Source: an optimization exercise on an open RTL-to-GDS flow (aim: small area, a short achievable clock period and few clock cycles per item). Production flows keep margins and buffers that such runs may drop.
In this exercise RTL edits were held to simulation tests only and were not proved equivalent to the original.

## seal_engine
module seal_engine (
    input  wire         clk,
    input  wire         rst,
    input  wire         in_valid,
    output wire         in_ready,
    input  wire [127:0] in_key,
    input  wire [16:0]  in_line,
    input  wire [255:0] in_data,
    output reg          out_valid,
    output wire [255:0] out_data
);
Size in the first run: roughly 13,000 cells after synthesis, ~770 flip-flops, about 660 I/O pins.
==> module seal_engine, before the edit <==
module seal_engine (
    input  wire         clk,
    input  wire         rst,
    input  wire         in_valid,
    output wire         in_ready,
    input  wire [127:0] in_key,
    input  wire [16:0]  in_line,
    input  wire [255:0] in_data,
    output reg          out_valid,
    output wire [255:0] out_data
);
    reg         run;         
    reg [5:0]   cnt;         
    reg         fin1;        
    reg         pv;          
    reg [127:0] state;       
    reg [127:0] mu;          
    reg [63:0]  mi;          
    reg [127:0] t0, t1;      
    reg [127:0] rk;          
    reg [15:0]  km;          
    reg [31:0]  kw3;         
    wire start = pv && (!run || (cnt == 6'd39));
    wire load1 = run && (cnt == 6'd0);           
    wire mid0  = run && (cnt == 6'd19);          
    wire mid1  = run && (cnt == 6'd20);          
    wire fin0  = run && (cnt == 6'd39);          
    wire last  = mid0 || mid1 || fin0 || fin1;   
    assign in_ready = mid1;
    assign out_data = {t0, t1};
    wire        kfirst = run && ((cnt == 6'd0) || (cnt == 6'd20));
    wire        kstep  = run && !cnt[0] && (cnt <= 6'd38);
    wire [31:0] k1w3   = (start || mid0) ? kw3 : rk[31:0];
    wire [31:0] k2w3   = kfirst ? kw3 : rk[31:0];
    wire [127:0] kin   = kfirst ? in_key : rk;
    wire [31:0] k1rot = {k1w3[23:0], k1w3[31:24]};
    wire [31:0] k2rot = {k2w3[23:0], k2w3[31:24]};
    wire [15:0] km_next;
    wire [31:0] sub_rot;
    genvar gi;
    generate
        for (gi = 0; gi < 4; gi = gi + 1) begin : g_ksbox
            seal_sbox_top u_top (.a(k1rot[8*gi +: 8]), .n(km_next[4*gi +: 4]));
            seal_sbox_bot u_bot (.a(k2rot[8*gi +: 8]), .n(km[4*gi +: 4]),
                                 .y(sub_rot[8*gi +: 8]));
        end
    endgenerate
    reg [7:0] rcon;
    always @(*) begin
        case (cnt)
            6'd0,  6'd20: rcon = 8'h01;
            6'd2,  6'd22: rcon = 8'h02;
            6'd4,  6'd24: rcon = 8'h04;
            6'd6,  6'd26: rcon = 8'h08;
            6'd8,  6'd28: rcon = 8'h10;
            6'd10, 6'd30: rcon = 8'h20;
            6'd12, 6'd32: rcon = 8'h40;
            6'd14, 6'd34: rcon = 8'h80;
            6'd16, 6'd36: rcon = 8'h1b;
            default:      rcon = 8'h36;
        endcase
    end
    wire [31:0] w0 = kin[127:96];
    wire [31:0] w1 = kin[95:64];
    wire [31:0] w2 = kin[63:32];
    wire [31:0] w3 = kin[31:0];
    wire [31:0] f  = sub_rot ^ {rcon, 24'h0};
    wire [127:0] rkn = {w0 ^ f, (w0 ^ w1) ^ f, (w0 ^ w1 ^ w2) ^ f, (w0 ^ w1 ^ w2 ^ w3) ^ f};
    wire [63:0] mi_next;
    generate
        for (gi = 0; gi < 16; gi = gi + 1) begin : g_top
            seal_sbox_top u_top (.a(state[8*gi +: 8]), .n(mi_next[4*gi +: 4]));
        end
    endgenerate
    wire [127:0] sb;
    generate
        for (gi = 0; gi < 16; gi = gi + 1) begin : g_bot
            seal_sbox_bot u_bot (.a(mu[8*gi +: 8]), .n(mi[4*gi +: 4]), .y(sb[8*gi +: 8]));
        end
    endgenerate
    wire [127:0] sr;
    generate
        for (gi = 0; gi < 16; gi = gi + 1) begin : g_shift
            localparam integer R = gi % 4;
            localparam integer C = gi / 4;
            localparam integer SRC = R + 4 * ((C + R) % 4);
            assign sr[127-8*gi -: 8] = sb[127-8*SRC -: 8];
        end
    endgenerate
    function [7:0] xtime;
        input [7:0] a;
        xtime = {a[6:0], 1'b0} ^ (a[7] ? 8'h1b : 8'h00);
    endfunction
    wire [127:0] mc;
    generate
        for (gi = 0; gi < 4; gi = gi + 1) begin : g_mix
            wire [7:0] a0 = sr[127-32*gi -: 8];
            wire [7:0] a1 = sr[119-32*gi -: 8];
            wire [7:0] a2 = sr[111-32*gi -: 8];
            wire [7:0] a3 = sr[103-32*gi -: 8];
            assign mc[127-32*gi -: 8] = xtime(a0 ^ a1) ^ a1 ^ a2 ^ a3;
            assign mc[119-32*gi -: 8] = xtime(a1 ^ a2) ^ a0 ^ a2 ^ a3;
            assign mc[111-32*gi -: 8] = xtime(a2 ^ a3) ^ a0 ^ a1 ^ a3;
            assign mc[103-32*gi -: 8] = xtime(a3 ^ a0) ^ a0 ^ a1 ^ a2;
        end
    endgenerate
    wire [127:0] out = (last ? sr : mc) ^ rk;
    wire [127:0] xk = {110'b0, load1, in_line} ^ in_key;
    wire [127:0] pk = (mid0 ? in_data[255:128] : in_data[127:0]) ^ in_key;
    always @(posedge clk) begin
        kw3 <= in_key[31:0];
        km  <= km_next;
        mu  <= state;
        mi  <= mi_next;
        if (start || load1)
            state <= xk;
        else if (mid0 || mid1)
            state <= out ^ pk;
        else
            state <= out;
        if (kstep)
            rk <= rkn;
        if (mid0)
            t0 <= out;
        else if (fin0)
            t0 <= out ^ t0;
        if (mid1)
            t1 <= out;
        else if (fin1)
            t1 <= out ^ t1;
    end
    always @(posedge clk) begin
        if (rst) begin
            run       <= 1'b0;
            cnt       <= 6'd0;
            fin1      <= 1'b0;
            pv        <= 1'b0;
            out_valid <= 1'b0;
        end else begin
            pv        <= in_valid && !in_ready;
            fin1      <= fin0;
            out_valid <= fin1;
            if (start) begin
                run <= 1'b1;
                cnt <= 6'd0;
            end else if (fin0) begin
                run <= 1'b0;
                cnt <= 6'd0;
            end else if (run) begin
                cnt <= cnt + 6'd1;
            end
        end
    end
endmodule
clock: 11.0 ns
lec_check: 0
abc_area: 1
cap_margin: 20
core_margin: 2
core_utilization: 40
slew_margin: 20
run.sh (not shown) runs the stock make flow with config.mk's settings and CLKGATE_MAP_FILE= SYNTH_SCRIPT=/design/flow/synth_recipe.tcl, a recipe that flattens the netlist after the stock synthesis.
Testbench counts at the start, summed over its fixed seeds: cycles 15,384, lines 384.
Then changed:
--- a/flow/design.v
+++ b/flow/design.v
@@ -190,14 +190,15 @@
     reg [15:0]  km;          
     reg [31:0]  kw3;         
-    wire start = pv && (!run || (cnt == 6'd39));
-    wire load1 = run && (cnt == 6'd0);           
-    wire mid0  = run && (cnt == 6'd19);          
-    wire mid1  = run && (cnt == 6'd20);          
-    wire fin0  = run && (cnt == 6'd39);          
-    wire last  = mid0 || mid1 || fin0 || fin1;   
+    reg  stok;                   
+    reg  load1;                  
+    reg  mid0;                   
+    reg  mid1;                   
+    reg  fin0;                   
+    reg  last;                   
+    reg  kfirst;                 
+    reg  kstep;                  
+    wire start = pv && stok;
     assign in_ready = mid1;
     assign out_data = {t0, t1};
-    wire        kfirst = run && ((cnt == 6'd0) || (cnt == 6'd20));
-    wire        kstep  = run && !cnt[0] && (cnt <= 6'd38);
     wire [31:0] k1w3   = (start || mid0) ? kw3 : rk[31:0];
     wire [31:0] k2w3   = kfirst ? kw3 : rk[31:0];
@@ -299,8 +300,35 @@
             t1 <= out ^ t1;
     end
+    reg       run_n;
+    reg [5:0] cnt_n;
+    always @(*) begin
+        run_n = run;
+        cnt_n = cnt;
+        if (rst) begin
+            run_n = 1'b0;
+            cnt_n = 6'd0;
+        end else if (start) begin
+            run_n = 1'b1;
+            cnt_n = 6'd0;
+        end else if (fin0) begin
+            run_n = 1'b0;
+            cnt_n = 6'd0;
+        end else if (run) begin
+            cnt_n = cnt + 6'd1;
+        end
+    end
     always @(posedge clk) begin
+        run    <= run_n;
+        cnt    <= cnt_n;
+        stok   <= !run_n || (cnt_n == 6'd39);
+        load1  <= run_n && (cnt_n == 6'd0);
+        mid0   <= run_n && (cnt_n == 6'd19);
+        mid1   <= run_n && (cnt_n == 6'd20);
+        fin0   <= run_n && (cnt_n == 6'd39);
+        last   <= run_n && ((cnt_n == 6'd19) || (cnt_n == 6'd20) || (cnt_n == 6'd39))
+                  || (fin0 && !rst);
+        kfirst <= run_n && ((cnt_n == 6'd0) || (cnt_n == 6'd20));
+        kstep  <= run_n && !cnt_n[0] && (cnt_n <= 6'd38);
         if (rst) begin
-            run       <= 1'b0;
-            cnt       <= 6'd0;
             fin1      <= 1'b0;
             pv        <= 1'b0;
@@ -310,13 +338,4 @@
             fin1      <= fin0;
             out_valid <= fin1;
-            if (start) begin
-                run <= 1'b1;
-                cnt <= 6'd0;
-            end else if (fin0) begin
-                run <= 1'b0;
-                cnt <= 6'd0;
-            end else if (run) begin
-                cnt <= cnt + 6'd1;
-            end
         end
     end
Worst setup slack improved by 0.64 ns. Wire length falls by 6.8%. Flip-flop and latch count rose by 8. Via count falls by 4.8%. Final area drops by 1.8%.
Testbench counts after the change, summed over its fixed seeds: cycles 15,384, lines 384.

## afterwards: timing with drivers on the ports
In the flow no input, the clock included, has a driving cell. The finished layouts below were timed again as built, in two steps.
Step 1, drivers: a clkbuf_16 drives clk and a buf_2 each remaining input, both assumed.
Step 2 times the ports against the registers' clock, not the clock port: input delays grow and output delays shrink by t, the midpoint of the rising clock arrivals with the driver on.
Three values: ideal ports, drivers, drivers and shift; two values: the first two.
run	shift t [ns]	setup slack, ns	worst hold slack (ns)	worst slew at a driven data input, ns	pins driven straight from the clock port
the first run	0.830	5.721 / 5.721 / 5.721	0.357 / 0.357 / 0.357	0.16	1
the second run	0.829	6.365 / 6.365 / 5.946	0.363 / 0.363 / 0.363	0.22	1
After both steps setup and hold are still met in every run listed. For the second run, which loses most, drivers alone change the setup slack by 0.000 ns; drivers and shift together by -0.419 ns.
